What follows belongs to an exercise in optimizing a design on an open flow for small area, a short achievable clock period and few clock cycles per item; a production flow would make more cautious choices. The RTL was checked by simulation tests, not by an equivalence proof against the original design. No driver is modelled on the clock port, so clock power and skew are understated where the tree is cut down; a real chip needs a root buffer or a tree. Power figures rest on the tool's default switching activity, not on a simulated workload.

==> trial 53: inputs <==
==> flow/design.v <==
module echo_background (
    input  wire        clk,
    input  wire        rst,
    input  wire        in_valid,
    output wire        in_ready,
    input  wire [19:0] bin,
    input  wire [1:0]  size,        
    input  wire [4:0]  seg_k,       
    input  wire [9:0]  mult,        
    input  wire [9:0]  floor_cnt,   
    output reg         out_valid,
    input  wire        out_ready,
    output reg  [23:0] b16,
    output reg  [24:0] t16
);
    localparam [25:0] INF = 26'h3FFFFFF;    
    localparam B_IDLE = 3'd0, B_SUM = 3'd1, B_DIV = 3'd2, B_MUL0 = 3'd3,
               B_MUL = 3'd4, B_SQRT = 3'd5, B_FIN = 3'd6, B_OUT = 3'd7;
    reg [2:0]  bst;             
    reg [4:0]  cnt;             
    reg [10:0] bin_cnt;         
    reg [1:0]  cur_size;        
    reg        f_segend;        
    reg        f_seg0end;       
    reg        f_last;          
    reg        rdy;             
    assign in_ready = rdy;
    wire take = in_valid && rdy;
    wire [10:0] nxt      = bin_cnt + 11'd1;
    wire [10:0] seg_mask = (11'd8 << cur_size) - 11'd1;
    wire [10:0] last_bin = (11'd256 << cur_size) - 11'd1;
    wire        f_last_n = take ? (nxt == last_bin) : f_last;
    wire        busy_n   = (bst == B_IDLE) ? (take && f_last) : !(bst == B_OUT && out_ready);
    reg  [4:0]  cur_seg_k;      
    wire [4:0]  cur_k    = (cur_seg_k == 5'd0) ? 5'd1 : (cur_seg_k > 5'd16) ? 5'd16 : cur_seg_k;
    reg [19:0] d_bin;
    reg        d_segend, d_first, d_last;
    reg [25:0] acc;
    wire [25:0] acc_next = acc + {6'b0, d_bin};
    reg        tgl;             
    reg [25:0] ring [0:15];
    reg [25:0] ca;
    reg [3:0]  cnta;
    reg        acta, firsta, inita;
    wire [25:0] ea  = firsta ? {26{inita}} : ring[15];
    wire        lta = acta && (ca < ea);
    wire        lda = d_segend && !tgl;
    reg [25:0] cb;
    reg [3:0]  cntb;
    reg        actb, lastb;
    wire [25:0] eb  = ring[7];
    wire        ltb = actb && (cb < eb);
    wire        ldb = d_segend && tgl;
    reg [4:0]  s2_k;
    reg [1:0]  s2_size;
    reg [9:0]  s2_mult;         
    reg        acc_on, acc_fin;
    reg [30:0] A;               
    reg [3:0]  R;               
    reg [19:0] H;               
    reg [19:0] MC;              
    reg [21:0] SR;              
    wire [4:0]  dtrial = {R, A[30]};
    wire [5:0]  ddiff  = {1'b0, dtrial} - {1'b0, s2_k};
    wire        dge    = !ddiff[5];
    wire        pbit   = (bst == B_SUM) ? s2_mult[0] : A[0];
    wire [20:0] psum   = {1'b0, H} + (pbit ? {1'b0, MC} : 21'd0);
    wire [23:0] strial = {SR, H[19:18]};
    wire [23:0] ssub   = {2'b00, MC, 2'b01};
    wire [24:0] sdiff  = {1'b0, strial} - {1'b0, ssub};
    wire        sge    = !sdiff[24];
    always @(posedge clk) begin
        if (rst) begin
            bin_cnt   <= 11'd0;
            f_segend  <= 1'b0;
            f_seg0end <= 1'b0;
            f_last    <= 1'b0;
            d_segend  <= 1'b0;
            d_first   <= 1'b0;
            d_last    <= 1'b0;
            tgl       <= 1'b0;
            acta      <= 1'b0;
            actb      <= 1'b0;
            firsta    <= 1'b0;
            rdy       <= 1'b1;
            bst       <= B_IDLE;
            acc_on    <= 1'b0;
            acc_fin   <= 1'b0;
        end else begin
            rdy      <= !(f_last_n && busy_n);
            d_segend <= take && f_segend;
            d_first  <= take && f_seg0end;
            d_last   <= take && f_last;
            if (take) begin
                bin_cnt   <= f_last ? 11'd0 : nxt;
                f_segend  <= (nxt & seg_mask) == seg_mask;
                f_seg0end <= nxt == seg_mask;
                f_last    <= nxt == last_bin;
            end
            if (d_segend) tgl <= !tgl;
            if (acta && cnta == 4'd15) begin
                acta   <= 1'b0;
                firsta <= 1'b0;
            end
            if (lda) begin
                acta   <= 1'b1;
                firsta <= d_first;
            end
            if (actb && cntb == 4'd15) actb <= 1'b0;
            if (ldb) actb <= 1'b1;
            acc_on  <= actb && lastb;
            acc_fin <= actb && lastb && (cntb == 4'd15);
            case (bst)
                B_IDLE: if (take && f_last) bst <= B_SUM;
                B_SUM:  if (acc_fin) bst <= B_DIV;
                B_DIV:  if (cnt == 5'd1) bst <= B_MUL0;
                B_MUL0: bst <= B_MUL;
                B_MUL:  if (cnt == 5'd1) bst <= B_SQRT;
                B_SQRT: if (cnt == 5'd1) bst <= B_FIN;
                B_FIN:  bst <= B_OUT;
                B_OUT:  if (out_ready) bst <= B_IDLE;
                default: bst <= B_IDLE;
            endcase
        end
    end
    wire        t_idle = bst == B_IDLE;
    wire        t_mul0 = bst == B_MUL0;
    wire        t_fin  = bst == B_FIN;
    wire        t_hold = !(t_idle || t_mul0 || t_fin);
    wire [24:0] t_add  = t16 + (t_mul0 ? {1'b0, A[23:0]} : {5'd0, MC});
    always @(posedge clk) begin
        out_valid <= !rst && (t_fin || (out_valid && !out_ready));
        b16 <= ({24{t_mul0}} & A[23:0]) | ({24{!t_mul0}} & b16);
        t16 <= ({25{t_idle}} & {11'd0, floor_cnt, 4'd0})
             | ({25{t_mul0 || t_fin}} & t_add)
             | ({25{t_hold}} & t16);
    end
    integer i;
    always @(posedge clk) begin
        for (i = 1; i < 16; i = i + 1)
            if (i != 8) ring[i] <= ring[i-1];
        ring[0] <= lta ? ca : ea;
        ring[8] <= ltb ? cb : eb;
        if (bin_cnt == 11'd0) begin    
            cur_size <= size;
            cur_seg_k <= seg_k;
        end
        d_bin <= take ? bin : 20'd0;
        acc   <= (d_segend || rst) ? 26'd0 : acc_next;
        if (lda) begin
            ca    <= acc_next;
            cnta  <= 4'd0;
            inita <= 1'b1;
        end else begin
            if (lta) ca <= ea;
            cnta  <= cnta + 4'd1;
            inita <= {1'b0, cnta + 4'd1} < cur_k;
        end
        if (ldb) begin
            cb    <= acc_next;
            cntb  <= 4'd0;
            lastb <= d_last;
        end else begin
            if (ltb) cb <= eb;
            cntb <= cntb + 4'd1;
        end
        case (bst)
            B_IDLE: begin
                s2_k    <= cur_k;
                s2_size <= size;
                s2_mult <= mult;
                A       <= 31'd0;
                MC      <= {10'd0, mult};
                H       <= 20'd0;
                cnt     <= 5'd10;
            end
            B_SUM: begin
                if (acc_on)
                    A <= A + {ring[8], 1'b0};
                if (cnt != 5'd0) begin    
                    H       <= psum[20:1];
                    s2_mult <= {psum[0], s2_mult[9:1]};
                    cnt     <= cnt - 5'd1;
                end
                if (acc_fin) begin
                    R   <= 4'd0;
                    cnt <= 5'd31 - {3'd0, s2_size};
                end
            end
            B_DIV: begin
                R   <= dge ? ddiff[3:0] : dtrial[3:0];
                A   <= {A[29:0], dge};
                cnt <= cnt - 5'd1;
            end
            B_MUL0: begin
                MC  <= {H[9:0], s2_mult};
                H   <= 20'd0;
                cnt <= 5'd24;
            end
            B_MUL: begin
                H       <= psum[20:1];
                A[23:0] <= {psum[0], A[23:1]};
                cnt     <= cnt - 5'd1;
                if (cnt == 5'd1) begin
                    SR  <= 22'd0;
                    MC  <= 20'd0;
                    cnt <= 5'd20;
                end
            end
            B_SQRT: begin
                SR      <= sge ? sdiff[21:0] : strial[21:0];
                MC      <= {MC[18:0], sge};
                H       <= {H[17:0], A[23:22]};
                A[23:0] <= {A[21:0], 2'b00};
                cnt     <= cnt - 5'd1;
            end
            default: ;
        endcase
    end
endmodule
==> flow/flow/run.sh <==
#!/bin/bash
# The standard layout (standard.sh: the same synthesis, floorplan, place,
# route and finish) with two changes that keep the SDC and its 12 ns clock:
#  - repair_timing is asked for a setup margin, so the resizer works the
#    paths down to about 3.6 ns instead of stopping at 12 ns;
#  - the clock tree clusters up to 30 flip-flops (60 um) per leaf buffer and
#    inserts no dummy loads, which halves the clock buffers.
set -euo pipefail
bash standard.sh SETUP_SLACK_MARGIN=8.4 \
  "CTS_ARGS=-sink_clustering_enable -repair_clock_nets -sink_clustering_size 30 -sink_clustering_max_diameter 60 -dont_use_dummy_load" \
  finish > make_finish.log 2>&1
==> flow/standard.sh <==
#!/bin/bash
# synth_recipe.tcl (not shown) runs the flow's synth.tcl, then flattens the netlist and writes it again
# the make line also repeats each setting of config.mk as NAME=value (left out here)
make -C /OpenROAD-flow-scripts/flow DESIGN_CONFIG=/design/flow/config.mk WORK_HOME=/design/flow/orfs CLKGATE_MAP_FILE= SYNTH_SCRIPT=/design/flow/synth_recipe.tcl "${@:-finish}"
==> flow/config.mk <==
export PLATFORM = sky130hd
export DESIGN_NAME = echo_background
export DESIGN_NICKNAME = echo_background
export VERILOG_FILES = /design/flow/design.v
export SDC_FILE = /design/flow/constraint.sdc
export NUM_CORES = 4
export LEC_CHECK = 0
export CAP_MARGIN = 20
export CORE_MARGIN = 2
export CORE_UTILIZATION = 40
export SLEW_MARGIN = 20
==> flow/constraint.sdc <==
create_clock -name core_clock -period 12.0 [get_ports {clk}]
set_input_delay 2.4000 -clock core_clock [delete_from_list [all_inputs] [get_ports {clk}]]
set_output_delay 2.4000 -clock core_clock [all_outputs]
set_load 0.01 [all_outputs]
==> inputs of build 52, as changes to trial 53 <==
--- a/flow/design.v
+++ b/flow/design.v
@@ -31,4 +31,7 @@
     wire [10:0] last_bin = (11'd256 << cur_size) - 11'd1;
-    wire        f_last_n = take ? (nxt == last_bin) : f_last;
-    wire        busy_n   = (bst == B_IDLE) ? (take && f_last) : !(bst == B_OUT && out_ready);
+    wire        busy     = bst != B_IDLE;
+    wire        last_t   = (nxt == last_bin) && !f_last && busy;    
+    wire        last_h   = f_last && busy;                          
+    wire        rdy_n    = !((take ? last_t : last_h) && !((bst == B_OUT) && out_ready));
+    reg         rst_d;           
     reg  [4:0]  cur_seg_k;      
@@ -36,5 +39,6 @@
     reg [19:0] d_bin;
+    reg        d_take;
     reg        d_segend, d_first, d_last;
     reg [25:0] acc;
-    wire [25:0] acc_next = acc + {6'b0, d_bin};
+    wire [25:0] acc_next = acc + {6'b0, d_take ? d_bin : 20'd0};
     reg        tgl;             
@@ -66,3 +70,4 @@
     wire        pbit   = (bst == B_SUM) ? s2_mult[0] : A[0];
-    wire [20:0] psum   = {1'b0, H} + (pbit ? {1'b0, MC} : 21'd0);
+    wire [20:0] hsum   = {1'b0, H} + {1'b0, MC};
+    wire [20:0] psum   = pbit ? hsum : {1'b0, H};
     wire [23:0] strial = {SR, H[19:18]};
@@ -89,3 +94,4 @@
         end else begin
-            rdy      <= !(f_last_n && busy_n);
+            rdy      <= rdy_n;
+            sel_q    <= (bst == B_DIV) && (cnt == 5'd1);
             d_segend <= take && f_segend;
@@ -129,6 +135,7 @@
     wire        t_hold = !(t_idle || t_mul0 || t_fin);
-    wire [24:0] t_add  = t16 + (t_mul0 ? {1'b0, A[23:0]} : {5'd0, MC});
+    reg         sel_q;           
+    wire [24:0] t_add  = t16 + (sel_q ? {1'b0, A[23:0]} : {5'd0, MC});
     always @(posedge clk) begin
         out_valid <= !rst && (t_fin || (out_valid && !out_ready));
-        b16 <= ({24{t_mul0}} & A[23:0]) | ({24{!t_mul0}} & b16);
+        b16 <= ({24{t_mul0}} & A[23:0]) | ({24{t_hold || t_fin}} & b16);    
         t16 <= ({25{t_idle}} & {11'd0, floor_cnt, 4'd0})
@@ -147,4 +154,6 @@
         end
-        d_bin <= take ? bin : 20'd0;
-        acc   <= (d_segend || rst) ? 26'd0 : acc_next;
+        d_bin  <= bin;
+        d_take <= take;
+        rst_d <= rst;
+        acc   <= (d_segend || rst_d) ? 26'd0 : acc_next;
         if (lda) begin
==> flow/flow/run.sh (replaced) <==
#!/bin/bash
# The standard layout (standard.sh: the same synthesis, floorplan, place,
# route and finish), with the SDC and its 12 ns clock unchanged, and two
# changes:
#  - repair_timing is asked for a setup margin, so the resizer works the
#    paths down to about 3.4 ns instead of stopping at 12 ns;
#  - the clock tree is built by flow/cts_tree.tcl (sourced as the PRE_CTS
#    hook): two levels of clkbuf_16, 4 roots fed by the clock port and 32
#    leaf buffers of about 23 flip-flops each, balanced by construction.
set -euo pipefail
here=$(pwd)
bash standard.sh SETUP_SLACK_MARGIN=8.6 PRE_CTS_TCL="$here/flow/cts_tree.tcl" \
  finish > make_finish.log 2>&1
==> flow/flow/cts_tree.tcl (new file) <==
# Clock tree built here in place of TritonCTS (sourced as the PRE_CTS hook of
# ORFS's cts.tcl; it replaces the clock_tree_synthesis command that cts.tcl
# then calls). The flip-flops are split by recursive bisection of their
# placement into 32 groups; each group gets one clkbuf_16 at its centre. The
# first two bisection levels give 4 quadrants; each quadrant gets a clkbuf_16
# root at the centre of its leaf buffers, fed from the clock port. Every
# flip-flop sees the same two buffers between the clock port and its pin.

proc cts_tree_split { pts depth } {
  # pts: list of {x y iterm}; returns a nested list of groups, 2^depth leaves
  if { $depth == 0 } { return [list $pts] }
  set xs {}; set ys {}
  foreach p $pts { lappend xs [lindex $p 0]; lappend ys [lindex $p 1] }
  set xs [lsort -integer $xs]; set ys [lsort -integer $ys]
  set dx [expr {[lindex $xs end] - [lindex $xs 0]}]
  set dy [expr {[lindex $ys end] - [lindex $ys 0]}]
  set k [expr {$dx >= $dy ? 0 : 1}]
  set s [lsort -integer -index $k $pts]
  set h [expr {[llength $s] / 2}]
  return [concat [cts_tree_split [lrange $s 0 [expr {$h - 1}]] [expr {$depth - 1}]] \
                 [cts_tree_split [lrange $s $h end] [expr {$depth - 1}]]]
}

proc cts_tree_centre { pts } {
  set sx 0; set sy 0
  foreach p $pts { set sx [expr {$sx + [lindex $p 0]}]; set sy [expr {$sy + [lindex $p 1]}] }
  set n [llength $pts]
  return [list [expr {$sx / $n}] [expr {$sy / $n}]]
}

proc cts_tree_buffer { block master name x y innet outname } {
  set inst [odb::dbInst_create $block $master $name]
  set site 460
  set x [expr {($x / $site) * $site}]
  $inst setLocation $x $y
  $inst setPlacementStatus PLACED
  set out [odb::dbNet_create $block $outname]
  $out setSigType CLOCK
  [$inst findITerm A] connect $innet
  [$inst findITerm X] connect $out
  return $out
}

proc cts_tree_build { } {
  set block [ord::get_db_block]
  set master [[ord::get_db] findMaster sky130_fd_sc_hd__clkbuf_16]
  set clk [$block findNet clk]
  set pts {}
  foreach it [$clk getITerms] {
    set inst [$it getInst]
    set loc [$inst getLocation]
    set w [[$inst getMaster] getWidth]
    set hgt [[$inst getMaster] getHeight]
    lappend pts [list [expr {[lindex $loc 0] + $w / 2}] [expr {[lindex $loc 1] + $hgt / 2}] $it]
  }
  set leaves [cts_tree_split $pts 5]
  set nl 0
  for {set q 0} {$q < 4} {incr q} {
    set group [lrange $leaves [expr {$q * 8}] [expr {$q * 8 + 7}]]
    set cs {}
    foreach g $group { lappend cs [cts_tree_centre $g] }
    set rc [cts_tree_centre $cs]
    set rnet [cts_tree_buffer $block $master clkbuf_root_$q [lindex $rc 0] [lindex $rc 1] $clk clknet_root_$q]
    foreach g $group c $cs {
      set lnet [cts_tree_buffer $block $master clkbuf_leaf_$nl [lindex $c 0] [lindex $c 1] $rnet clknet_leaf_$nl]
      foreach p $g {
        set it [lindex $p 2]
        $it disconnect
        $it connect $lnet
      }
      incr nl
    }
  }
  global_connect
  set_propagated_clock [all_clocks]
  puts "cts_tree: 4 roots, $nl leaf buffers, [llength $pts] sinks"
}

rename clock_tree_synthesis cts_tree_unused
proc clock_tree_synthesis { args } { cts_tree_build }
CORE_UTILIZATION = 60   (was 40)
==> inputs of trial 69, as changes to trial 53 <==
--- a/flow/design.v
+++ b/flow/design.v
@@ -22,2 +22,3 @@
     reg [1:0]  cur_size;        
+    reg [4:0]  cur_k;
     reg        f_segend;        
@@ -33,4 +34,3 @@
     wire        busy_n   = (bst == B_IDLE) ? (take && f_last) : !(bst == B_OUT && out_ready);
-    reg  [4:0]  cur_seg_k;      
-    wire [4:0]  cur_k    = (cur_seg_k == 5'd0) ? 5'd1 : (cur_seg_k > 5'd16) ? 5'd16 : cur_seg_k;
+    wire [4:0]  k_eff    = (seg_k == 5'd0) ? 5'd1 : (seg_k > 5'd16) ? 5'd16 : seg_k;
     reg [19:0] d_bin;
@@ -88,2 +88,3 @@
             acc_fin   <= 1'b0;
+            out_valid <= 1'b0;
         end else begin
@@ -119,4 +120,10 @@
                 B_SQRT: if (cnt == 5'd1) bst <= B_FIN;
-                B_FIN:  bst <= B_OUT;
-                B_OUT:  if (out_ready) bst <= B_IDLE;
+                B_FIN:  begin
+                    out_valid <= 1'b1;
+                    bst       <= B_OUT;
+                end
+                B_OUT:  if (out_ready) begin
+                    out_valid <= 1'b0;
+                    bst       <= B_IDLE;
+                end
                 default: bst <= B_IDLE;
@@ -124,14 +131,2 @@
         end
-    end
-    wire        t_idle = bst == B_IDLE;
-    wire        t_mul0 = bst == B_MUL0;
-    wire        t_fin  = bst == B_FIN;
-    wire        t_hold = !(t_idle || t_mul0 || t_fin);
-    wire [24:0] t_add  = t16 + (t_mul0 ? {1'b0, A[23:0]} : {5'd0, MC});
-    always @(posedge clk) begin
-        out_valid <= !rst && (t_fin || (out_valid && !out_ready));
-        b16 <= ({24{t_mul0}} & A[23:0]) | ({24{!t_mul0}} & b16);
-        t16 <= ({25{t_idle}} & {11'd0, floor_cnt, 4'd0})
-             | ({25{t_mul0 || t_fin}} & t_add)
-             | ({25{t_hold}} & t16);
     end
@@ -145,3 +140,3 @@
             cur_size <= size;
-            cur_seg_k <= seg_k;
+            cur_k    <= k_eff;
         end
@@ -171,2 +166,3 @@
                 s2_mult <= mult;
+                t16     <= {11'd0, floor_cnt, 4'd0};
                 A       <= 31'd0;
@@ -195,2 +191,4 @@
             B_MUL0: begin
+                b16 <= A[23:0];
+                t16 <= t16 + {1'b0, A[23:0]};
                 MC  <= {H[9:0], s2_mult};
@@ -216,2 +214,3 @@
             end
+            B_FIN: t16 <= t16 + {5'd0, MC};
             default: ;
==> flow/flow/run.sh (replaced) <==
#!/bin/bash
set -euo pipefail
bash standard.sh SETUP_SLACK_MARGIN=8.4 finish > make_finish.log 2>&1
==> results by group <==
Power and ir drop
  • Power Sequential: 2960 uW

STA
  • Slew Viols, Final: 5

Run status
  • Outcome: complete, but fails checks
  • Violated checks: capacitance limit, slew limit

Clock tree
  • CTS tree: built

Critical path
  • CP Cell Sequence: buf_2

Placement
  • Placement Cell Area: 0.0310 sq mm

Flow run
  • Maxcap violations: 1
That was trial 53.
==> results by group <==
Placement
  • Post-place setup slack: 6530 ps
  • Placement Cell Area: 0.0311 sq mm

Critical path
  • Crit. Startpoint: t16[18]
  • CP Cell Sequence: buf_2

Run status
  • Outcome: complete, no violations

GRT
  • Antenna violations before repair: 1

STA
  • Final hold slack: 319 ps
  • Slew Viols, Final: 0

Route
  • Metal-1 WL: 30.6 mm

Power and ir drop
  • Power Sequential: 2920 uW

Clock tree
  • CTS tree: built
  • Clk slew on worst S/H paths: 60 ps

Layout
  • Seq. cell area: 0.0168 sq mm
  • Inverters, non-clock: 148

Flow run
  • Maxcap violations: 0
That was trial 69.
==> results by group <==
STA
  • Slew Viols, Final: 0
  • Final setup margin: 8620 ps

Run status
  • Outcome: complete, no violations

Placement
  • Placement Cell Area: 0.0308 sq mm

GRT
  • Largest net degree at the start of global routing: 68
  • Number of global-route vias before repair: 19820

Critical path
  • CP Cell Sequence: clkdlybuf4s15_2

Worst hold path
  • Worst min path class: reg2reg

Flow run
  • Maxcap violations: 0

Power and ir drop
  • Power Sequential: 2880 uW

Synth
  • Yosys Warn Count: 2

Floorplanning
  • Starting Density: 0.610
That was build 52.
Testbench counts of trial 53, summed over its fixed seeds: cycles 40,445, histograms 96.
Testbench counts of build 52, summed over its fixed seeds: cycles 40,445, histograms 96.
Testbench counts of trial 69, summed over its fixed seeds: cycles 40,445, histograms 96.
In build 52 the design's own scripts or RTL, not TritonCTS, make the clock network.

==> re-timing with driven ports <==
In the flow no input, the clock included, has a driving cell. The finished layouts below were timed again as built, in two steps. Step 1 (the two cells are an assumption about what drives the block):
set clk [get_ports {clk}]
set_driving_cell -lib_cell sky130_fd_sc_hd__clkbuf_16 $clk
set_driving_cell -lib_cell sky130_fd_sc_hd__buf_2 [delete_from_list [all_inputs] $clk]
Step 2 also shifts input and output timing later by t, the mid clock arrival at the registers, as if the neighbouring blocks saw the same clock. a / b / c = no drivers / after step 1 / after step 2; a / b = the first two.
| run | shift t [ns] | setup WS [ns] | worst setup path at the end | cell pins on the clock port's net |
|---|---|---|---|---|
| trial 53 | 0.651 | 8.345 / 8.283 / 7.995 | input to register | 1 |
| build 52 | 0.500 | 8.623 / 8.502 / 8.293 | input to register | 4 |
| trial 69 | 0.671 | 8.357 / 8.298 / 7.907 | input to register | 1 |
For trial 69, which loses most, drivers alone change the setup slack by -0.059 ns; drivers and shift together by -0.450 ns.
